This design comes from an exercise in tuning for small area, a short achievable clock period and few clock cycles per item on the open sky130 flow, not from production work. Function was checked by simulation only, so behaviour that the tests miss may differ from the original.

// sha256_engine
module sha256_engine (
    input  wire         clk,
    input  wire         rst,         
    input  wire         in_valid,
    output wire         in_ready,
    input  wire [31:0]  in_data,
    input  wire         in_init,     
    input  wire         in_sha224,   
    output reg          out_valid,
    output wire [255:0] out_digest
);
    localparam [255:0] IV256 = {32'h6a09e667, 32'hbb67ae85, 32'h3c6ef372, 32'ha54ff53a,
                                32'h510e527f, 32'h9b05688c, 32'h1f83d9ab, 32'h5be0cd19};
    localparam [255:0] IV224 = {32'hc1059ed8, 32'h367cd507, 32'h3070dd17, 32'hf70e5939,
                                32'hffc00b31, 32'h68581511, 32'h64f98fa7, 32'hbefa4fa4};
    reg        run;         
    reg [5:0]  t;           
    reg [3:0]  cnt;         
    reg        ibv;         
    reg [31:0] ib;
    reg        pinit, p224;    
    reg        cinit, c224;    
    reg        last;           
    reg  [1:0] lya, lye;       
    reg        fin;            
    reg [31:0] ra0, ra1, ra2, ra3, re0, re1, re2, re3;
    reg [31:0] a, b, c, d, e, f, g;
    reg [31:0] p;               
    reg [31:0] w [0:15];        
  ...
==> flow/config.mk <==
export PLATFORM = sky130hd
export DESIGN_NAME = sha256_engine
export DESIGN_NICKNAME = sha256_engine
export VERILOG_FILES = /design/flow/design.v
export SDC_FILE = /design/flow/constraint.sdc
export NUM_CORES = 4
export LEC_CHECK = 0
export ABC_AREA = 1
export CAP_MARGIN = 20
export CORE_MARGIN = 2
export CORE_UTILIZATION = 40
export PLACE_DENSITY = 0.6
export SLEW_MARGIN = 20
==> flow/constraint.sdc <==
create_clock -name core_clock -period 10.0 [get_ports {clk}]
set_input_delay 2.0000 -clock core_clock [delete_from_list [all_inputs] [get_ports {clk}]]
set_output_delay 2.0000 -clock core_clock [all_outputs]
set_load 0.01 [all_outputs]
standard.sh (not shown) runs the stock make flow with config.mk's settings and CLKGATE_MAP_FILE= SYNTH_SCRIPT=/design/flow/synth_recipe.tcl, a recipe that flattens the netlist after the stock synthesis.
==> flow/flow/run.sh <==
#!/bin/bash
# The standard layout (the standard.sh, unchanged synthesis), with
# placement, CTS and repair options:
#  - every port still gets its own buffer, but as the smallest buffer cell;
#  - the clock tree is built without dummy loads, in clusters of at most 24;
#  - timing repair aims for 4.2 ns paths (a setup margin of 5.8 ns at the
#    10 ns clock).
set -euo pipefail
export BUFFER_PORTS_ARGS="-buffer_cell sky130_fd_sc_hd__buf_1"
export CTS_ARGS="-sink_clustering_enable -repair_clock_nets -sink_clustering_size 24 -sink_clustering_max_diameter 80 -dont_use_dummy_load"
export SETUP_SLACK_MARGIN=5.8
bash standard.sh > standard.log 2>&1
Testbench counts at the start, summed over its fixed seeds: cycles 92,352, blocks 1,440.
Change:
--- a/flow/design.v
+++ b/flow/design.v
@@ -33,18 +33,18 @@
     reg  start;      
     reg  ld_alt;     
     reg  gnorm, gey, g256, g224;    
     reg  ivld;       
     assign in_ready   = ~ibv | xfer;
     assign out_digest = {ra0, ra3, ra2, ra1, re0, re3, re2, re1};    
     wire       accept = in_valid & in_ready;
     wire [3:0] idx    = cnt + {3'd0, ibv};
-    reg [5:0] tq;
-    wire [5:0] tn = tq;
+    wire [5:0] tn   = start ? 6'd0 :
+                      (t == 6'd63) ? 6'd48 : t + 6'd1;
     reg [31:0] k_n;
     reg [31:0] k_rom;
     always @(*) begin
         case (tn)
             6'd0:    k_rom = 32'h71374491; 6'd1:    k_rom = 32'hb5c0fbcf;
             6'd2:    k_rom = 32'he9b5dba5; 6'd3:    k_rom = 32'h3956c25b;
             6'd4:    k_rom = 32'h59f111f1; 6'd5:    k_rom = 32'h923f82a4;
             6'd6:    k_rom = 32'hab1c5ed5; 6'd7:    k_rom = 32'hd807aa98;
@@ -114,24 +114,21 @@
     wire [31:0] a2cs = {a2c[30:0], 1'b0};
     wire [31:0] a3s  = a1s ^ a1cs ^ a2s;
     wire [31:0] a3c  = (a1s & a1cs | a1s & a2s | a1cs & a2s);
     wire [31:0] a3cs = {a3c[30:0], 1'b0};
     wire [31:0] a4s  = a3s ^ a3cs ^ a2cs;
     wire [31:0] a4c  = (a3s & a3cs | a3s & a2cs | a3cs & a2cs);
     wire [31:0] a4cs = {a4c[30:0], 1'b0};
     wire [31:0] a_r  = a4s + a4cs;
-    wire [31:0] e1s  = d ^ p ^ ye;
-    wire [31:0] e1c  = (d & p | d & ye | p & ye);
-    wire [31:0] e1cs = {e1c[30:0], 1'b0};
-    wire [31:0] e2s  = e1s ^ e1cs ^ s1;
-    wire [31:0] e2c  = (e1s & e1cs | e1s & s1 | e1cs & s1);
+    wire [31:0] e2s  = a1s ^ a1cs ^ d;
+    wire [31:0] e2c  = (a1s & a1cs | a1s & d | a1cs & d);
     wire [31:0] e2cs = {e2c[30:0], 1'b0};
-    wire [31:0] e3s  = e2s ^ e2cs ^ chv;
-    wire [31:0] e3c  = (e2s & e2cs | e2s & chv | e2cs & chv);
+    wire [31:0] e3s  = e2s ^ e2cs ^ ye;
+    wire [31:0] e3c  = (e2s & e2cs | e2s & ye | e2cs & ye);
     wire [31:0] e3cs = {e3c[30:0], 1'b0};
     wire [31:0] e_r  = e3s + e3cs;
     wire [31:0] suma = add_bk(ra0, fin ? a : 32'd0);
     wire [31:0] sume = add_bk(re0, fin ? e : 32'd0);
     wire [31:0] ss0    = {w[1][6:0], w[1][31:7]} ^ {w[1][17:0], w[1][31:18]} ^ (w[1] >> 3);
     wire [31:0] ss1    = {w[14][16:0], w[14][31:17]} ^ {w[14][18:0], w[14][31:19]} ^ (w[14] >> 10);
     wire [31:0] w1s    = w[9] ^ w[0] ^ ss0;
     wire [31:0] w1c    = (w[9] & w[0] | w[9] & ss0 | w[0] & ss0);
@@ -184,17 +181,16 @@
         end
         if (start) begin
             cinit <= pinit;
             c224  <= p224;
         end
         if (rst) begin
             run       <= 1'b0;
             t         <= 6'd48;
-            tq        <= 6'd49;
             cnt       <= 4'd0;
             ibv       <= 1'b0;
             out_valid <= 1'b0;
             last      <= 1'b0;
             lya       <= 2'b00;
             lye       <= 2'b00;
             fin       <= 1'b0;
             start     <= 1'b0;
@@ -209,18 +205,17 @@
             last      <= run & (t == 6'd62);
             lya[0]    <= run & (t == 6'd62);
             lya[1]    <= fin & (t == 6'd62);
             lye[0]    <= run & (t[5:1] == 5'd31) & ~t[0];
             lye[1]    <= fin & (t[5:1] == 5'd31) & ~t[0];
             fin       <= run & (t == 6'd60 || t == 6'd61 || t == 6'd62);
             ibv       <= ibvn;
             cnt       <= cntn;
-            t         <= tq;
-            tq        <= stn ? 6'd0 : (tq == 6'd63) ? 6'd48 : tq + 6'd1;
+            t         <= tn;
             run       <= runn;
             start     <= stn;
             ld_alt    <= stn & (pinn | ~runn);
             gnorm     <= ~stn;
             gey       <= stn & ~pinn;
             g256      <= stn & pinn & ~p2n;
             g224      <= stn & pinn & p2n;
             ivld      <= start & pinit;
What happened:
- utilization hardly moves
- critical path depth goes up by 2
- hold slack improved by 0.024 ns
- count of clock-buffer cells in the layout came out lower by 2
- via count came out lower by about 1.8%
- routed wire length goes down by 4.4%
- area after synthesis decreases by about 1.8%
- sequential cell count goes down by 6
- cell area falls by about 2%
- global-route usage went down by 0.64 points
Testbench counts after the change, summed over its fixed seeds: cycles 92,352, blocks 1,440.

==> afterwards: timing with drivers on the ports <==
Ports are ideal in the flow. The routed layouts listed here were re-timed in OpenROAD.
Step 1 (the two cells are an assumption about what drives the block):
set clk [get_ports {clk}]
set_driving_cell -lib_cell sky130_fd_sc_hd__clkbuf_16 $clk
set_driving_cell -lib_cell sky130_fd_sc_hd__buf_2 [delete_from_list [all_inputs] $clk]
Step 2 adds t to the input delays and takes it off the output delays; t is the mean of the earliest and latest rising clock arrival at the registers after step 1. Input paths then give back, and output paths get back, about the clock's delay inside the block.
Slacks: ideal ports / drivers / drivers and shift; pairs: ideal ports / drivers.
run	t (ns)	slack for setup (ns)	clock arrival spread, ns	slew at the worst register clock pin (ns)	pins driven straight from the clock port
the first run	0.741	5.784 / 5.784 / 5.784	0.125 / 0.126	0.10 / 0.10	1
the second run	0.737	5.667 / 5.667 / 5.667	0.118 / 0.117	0.10 / 0.10	1
After both steps every run listed still meets setup and hold.
